Background: an optimization exercise with open tools, aiming at small area and a short achievable clock period. Do not read the settings as production practice.
At most, simulation tests tie the RTL to the original design; equivalence was not proved.
Power and IR drop assume default switching activity.

Design cvt_lane, start of the top module:
module cvt_lane (
    input  wire        clk,
    input  wire        rst,
    input  wire        in_valid,
    input  wire [31:0] in_src,       
    input  wire [7:0]  in_e,         
    input  wire [3:0]  in_fmt,       
    input  wire [1:0]  in_rm,        
    input  wire        in_sat,       
    input  wire [23:0] in_u,         
    output reg         out_valid,
    output reg  [31:0] out_res,      
    output reg         out_invalid,
    output reg         out_overflow
);
    function automatic [10:0] add11(input [10:0] a, input [10:0] b, input cin);
        reg [10:0] g, p, G, P;
        integer i;
        begin
            g = a & b;
            p = a ^ b;
            G = g;
            P = p;
            for (i = 10; i >= 1; i = i - 1) begin G[i] = G[i] | (P[i] & G[i-1]); P[i] = P[i] & P[i-1]; end
            for (i = 10; i >= 2; i = i - 1) begin G[i] = G[i] | (P[i] & G[i-2]); P[i] = P[i] & P[i-2]; end
            for (i = 10; i >= 4; i = i - 1) begin G[i] = G[i] | (P[i] & G[i-4]); P[i] = P[i] & P[i-4]; end
            for (i = 10; i >= 8; i = i - 1) begin G[i] = G[i] | (P[i] & G[i-8]); P[i] = P[i] & P[i-8]; end
            add11[0] = p[0] ^ cin;
            for (i = 1; i <= 10; i = i + 1)
                add11[i] = p[i] ^ (G[i-1] | (P[i-1] & cin));
        end
    endfunction
    reg va, vb, vc;
    always @(posedge clk) begin
        if (rst) begin
  ...
Size: roughly 1600 cells after synthesis, ~220 flip-flops, ~110 I/O pins.
export LEC_CHECK = 0
export ABC_AREA = 1
export CAP_MARGIN = 20
export CORE_MARGIN = 2
export CORE_UTILIZATION = 60
export CTS_CLUSTER_DIAMETER = 100
export CTS_CLUSTER_SIZE = 30
export GPL_TIMING_DRIVEN = 0
export PLACE_DENSITY = 0.75
export SETUP_SLACK_MARGIN = 0.5
export SLEW_MARGIN = 60
create_clock -name core_clock -period 15.0 [get_ports {clk}]
standard.sh (not shown) runs the stock make flow with config.mk's settings and CLKGATE_MAP_FILE= SYNTH_SCRIPT=/design/flow/synth_recipe.tcl, a recipe that flattens the netlist after the stock synthesis.
==> flow/flow/run.sh <==
#!/bin/bash
# Own flow: the standard layout, with one change to synthesis: the
# combinational logic is mapped by flow/abc_area.script (a delay-targeted
# map with area recovery, then ABC's buffering and sizing) and Yosys's
# full/half-adder extraction is skipped.  Registers, their names and their
# cells are exactly as in the standard synthesis.  Every input port gets a
# buf_1 buffer and every output port a buf_2 (the standard flow puts
# clkdlybuf4s50_1 on both).
set -euo pipefail
W=$PWD
rm -rf "$W/scripts_own"
cp -r "$FLOW_HOME/scripts" "$W/scripts_own"
sed -i -e 's/^  extract_fa .*$/  # extract_fa skipped/' \
       -e 's/^  techmap -map \$::env(ADDER_MAP_FILE)$/  # adder map skipped/' \
       "$W/scripts_own/synth.tcl"
grep -q "extract_fa skipped" "$W/scripts_own/synth.tcl"
cp "$W/flow/abc_area.script" "$W/scripts_own/abc_area.script"
# port buffers: buf_1 on the inputs, buf_2 on the outputs
sed -i 's/^    buffer_ports {\*}\[env_var_or_empty BUFFER_PORTS_ARGS\]$/    buffer_ports -inputs -buffer_cell sky130_fd_sc_hd__buf_1\n    buffer_ports -outputs -buffer_cell sky130_fd_sc_hd__buf_2/' \
    "$W/scripts_own/global_place.tcl"
grep -q "buffer_ports -outputs" "$W/scripts_own/global_place.tcl"
bash "$W/standard.sh" SCRIPTS_DIR="$W/scripts_own" finish > "$W/standard.log" 2>&1
==> flow/flow/abc_area.script <==
strash
dch
map -D 2400
strash
dch
map -D 2400
topo
stime -c
buffer -c
upsize -c
dnsize -c
The starting point produced a clean layout.
Then changed:
==> flow/flow/abc_area.script (replaced) <==
strash
dch
map -D 2400
topo
stime -c
buffer -c
upsize -c
dnsize -c
- GPL_TIMING_DRIVEN: 0 -> default
After rerunning: Cell count fell by 2.4%. Design area shrinks by about 0.54%. Sequential share of layout area rose by 0.21 points. Worst setup slack gains 0.0088 ns.
Then changed:
==> flow/flow/abc_area.script (replaced) <==
strash
dch
map -D 2400
strash
dch
map -D 2400
topo
stime -c
buffer -c
upsize -c
dnsize -c
- CORE_UTILIZATION: 60 -> 70
- PLACE_DENSITY: 0.75 -> 0.85
Non-clock buffer count decreases by 6.
Worst setup slack is worse by 0.28 ns.
Total power falls by 3.3%.
Core utilization went up by 9.6 points.
Final area went down by 0.95%.
Worst hold slack is better by 0.0058 ns.
Then changed:
- CORE_UTILIZATION: 70 -> 60
- PLACE_DENSITY: 0.85 -> 0.75
Effect:
- The changed run ran to the end with no violations
- total power is about the same
- worst hold slack stays flat
- sequential power barely changes
- worst setup slack improved by 0.28 ns
- wire length is lower by 2.1%
- flip-flop and latch count is unchanged
- final area is higher by 0.42%
- register-to-register slack improved by 0.42 ns
- synthesized cell count does not change
Function was not checked in any run of this note: the RTL went through the layout flow alone.

---

## wip/umber
cvt_lane, a different RTL version from the one above (not shown whole).
For scale: about 1600 cells after synthesis, roughly 220 flip-flops, about 110 I/O pins, about 11000 um2 of cells after synthesis.
clock: 15.0 ns
lec_check: 0
abc_area: 1
cap_margin: 20
core_margin: 2
core_utilization: 60
cts_cluster_diameter: 100
cts_cluster_size: 30
place_density: 0.75
setup_slack_margin: 0.5
slew_margin: 70
==> flow/flow/abc_area.script <==
strash
dch
map -D 2400
strash
dch
map -D 2400
topo
stime -c
buffer -c
upsize -c
dnsize -c
Scripts as last shown in full above: flow/flow/run.sh
Relative to wip/umber, the following input files were edited for wip/sierra:
==> flow/flow/abc_area.script <==
strash
dch
map -D 2800
strash
dch
map -D 2800
topo
stime -c
buffer -c
upsize -c
dnsize -c
### Flow results
Compared with wip/umber, wip/sierra ends up with more cell area.
Re average via count per standard cell: wip/sierra is 0.050 down on wip/umber.
Where setup slack is concerned, wip/umber is better than wip/sierra.
On flip-flop and latch count after synthesis, wip/umber tracks wip/sierra almost exactly.
From wip/umber to wip/sierra the numbers moved as follows: first-pass GRT wire length rose 1.2 mm; synthesized instance count moved down; total power +about 2.6%.
### wip/sierra -> wip/indigo
==> flow/flow/abc_area.script <==
strash
dch
map -D 2400
strash
dch
map -D 2400
topo
stime -c
buffer -c
upsize -c
dnsize -c
diff --git a/flow/config.mk b/flow/config.mk
--- a/flow/config.mk
+++ b/flow/config.mk
@@ -15,2 +15,2 @@
 export SETUP_SLACK_MARGIN = 0.5
-export SLEW_MARGIN = 70
+export SLEW_MARGIN = 60
[summary]
Changes observed in wip/indigo relative to wip/sierra: reported sequential group power stayed essentially flat; power dissipated in combinational cells fell by 6.0%; overall fraction of global-route tracks in use fell by 0.84 points; cell count of the worst reg-to-reg path rose by 1.
### wip/indigo -> wip/ember
diff --git a/flow/config.mk b/flow/config.mk
--- a/flow/config.mk
+++ b/flow/config.mk
@@ -8,3 +8,3 @@
 export ABC_AREA = 1
-export CAP_MARGIN = 20
+export CAP_MARGIN = 50
 export CORE_MARGIN = 2
@@ -15,2 +15,2 @@
 export SETUP_SLACK_MARGIN = 0.5
-export SLEW_MARGIN = 60
+export SLEW_MARGIN = 70
Notes after the runs:
wip/ember ends up with a combinational power share that is 0.7 points higher than in wip/indigo.
[compare] base=wip/indigo new=wip/ember: final period utilization neither gained nor lost much; clock group share of total power decreased by 0.9 points relative to the old numbers; met3 global-route usage increased by 0.89 points relative to the old numbers.
The setup slack in wip/ember sits 5.5 ps below the value recorded for wip/indigo.
Compared with wip/indigo, wip/ember shows a clock period minus final worst setup slack that is 5.5 ps higher.
wip/indigo → wip/ember: power spent charging and discharging nets went up 0.76%, proportion of power drawn by flip-flops and latches climbed 0.2 points, total global routing track utilization comparable.

static timing again, ports no longer ideal:
Ports are ideal in the flow. The routed layouts listed here were re-timed in OpenROAD.
Step 1 sets driving cells, clkbuf_16 on the clock port and buf_2 on the other inputs (assumed; they add their load-dependent delay and slew).
Step 2 times the ports against the registers' clock, not the clock port: input delays grow and output delays shrink by t, the midpoint of the rising clock arrivals with the driver on.
a / b / c = no drivers / after step 1 / after step 2; a / b = the first two.
run	shift t [ns]	setup WS [ns]	hold slack, ns
the first run of note 1	0.518	11.052 / 11.009 / 11.052	0.329 / 0.329 / 0.329
the second run of note 1	0.514	11.061 / 11.014 / 11.134	0.324 / 0.324 / 0.324
the third run of note 1	0.509	10.777 / 10.777 / 10.777	0.330 / 0.330 / 0.330
the fourth run of note 1	0.499	11.055 / 11.012 / 11.199	0.328 / 0.328 / 0.328
wip/umber	0.506	11.071 / 11.026 / 11.261	0.328 / 0.328 / 0.328
wip/sierra	0.512	10.922 / 10.922 / 10.922	0.321 / 0.321 / 0.321
wip/indigo	0.511	11.076 / 11.029 / 11.114	0.321 / 0.321 / 0.321
wip/ember	0.506	11.071 / 11.026 / 11.261	0.328 / 0.328 / 0.328
After both steps setup and hold are still met in every run listed.
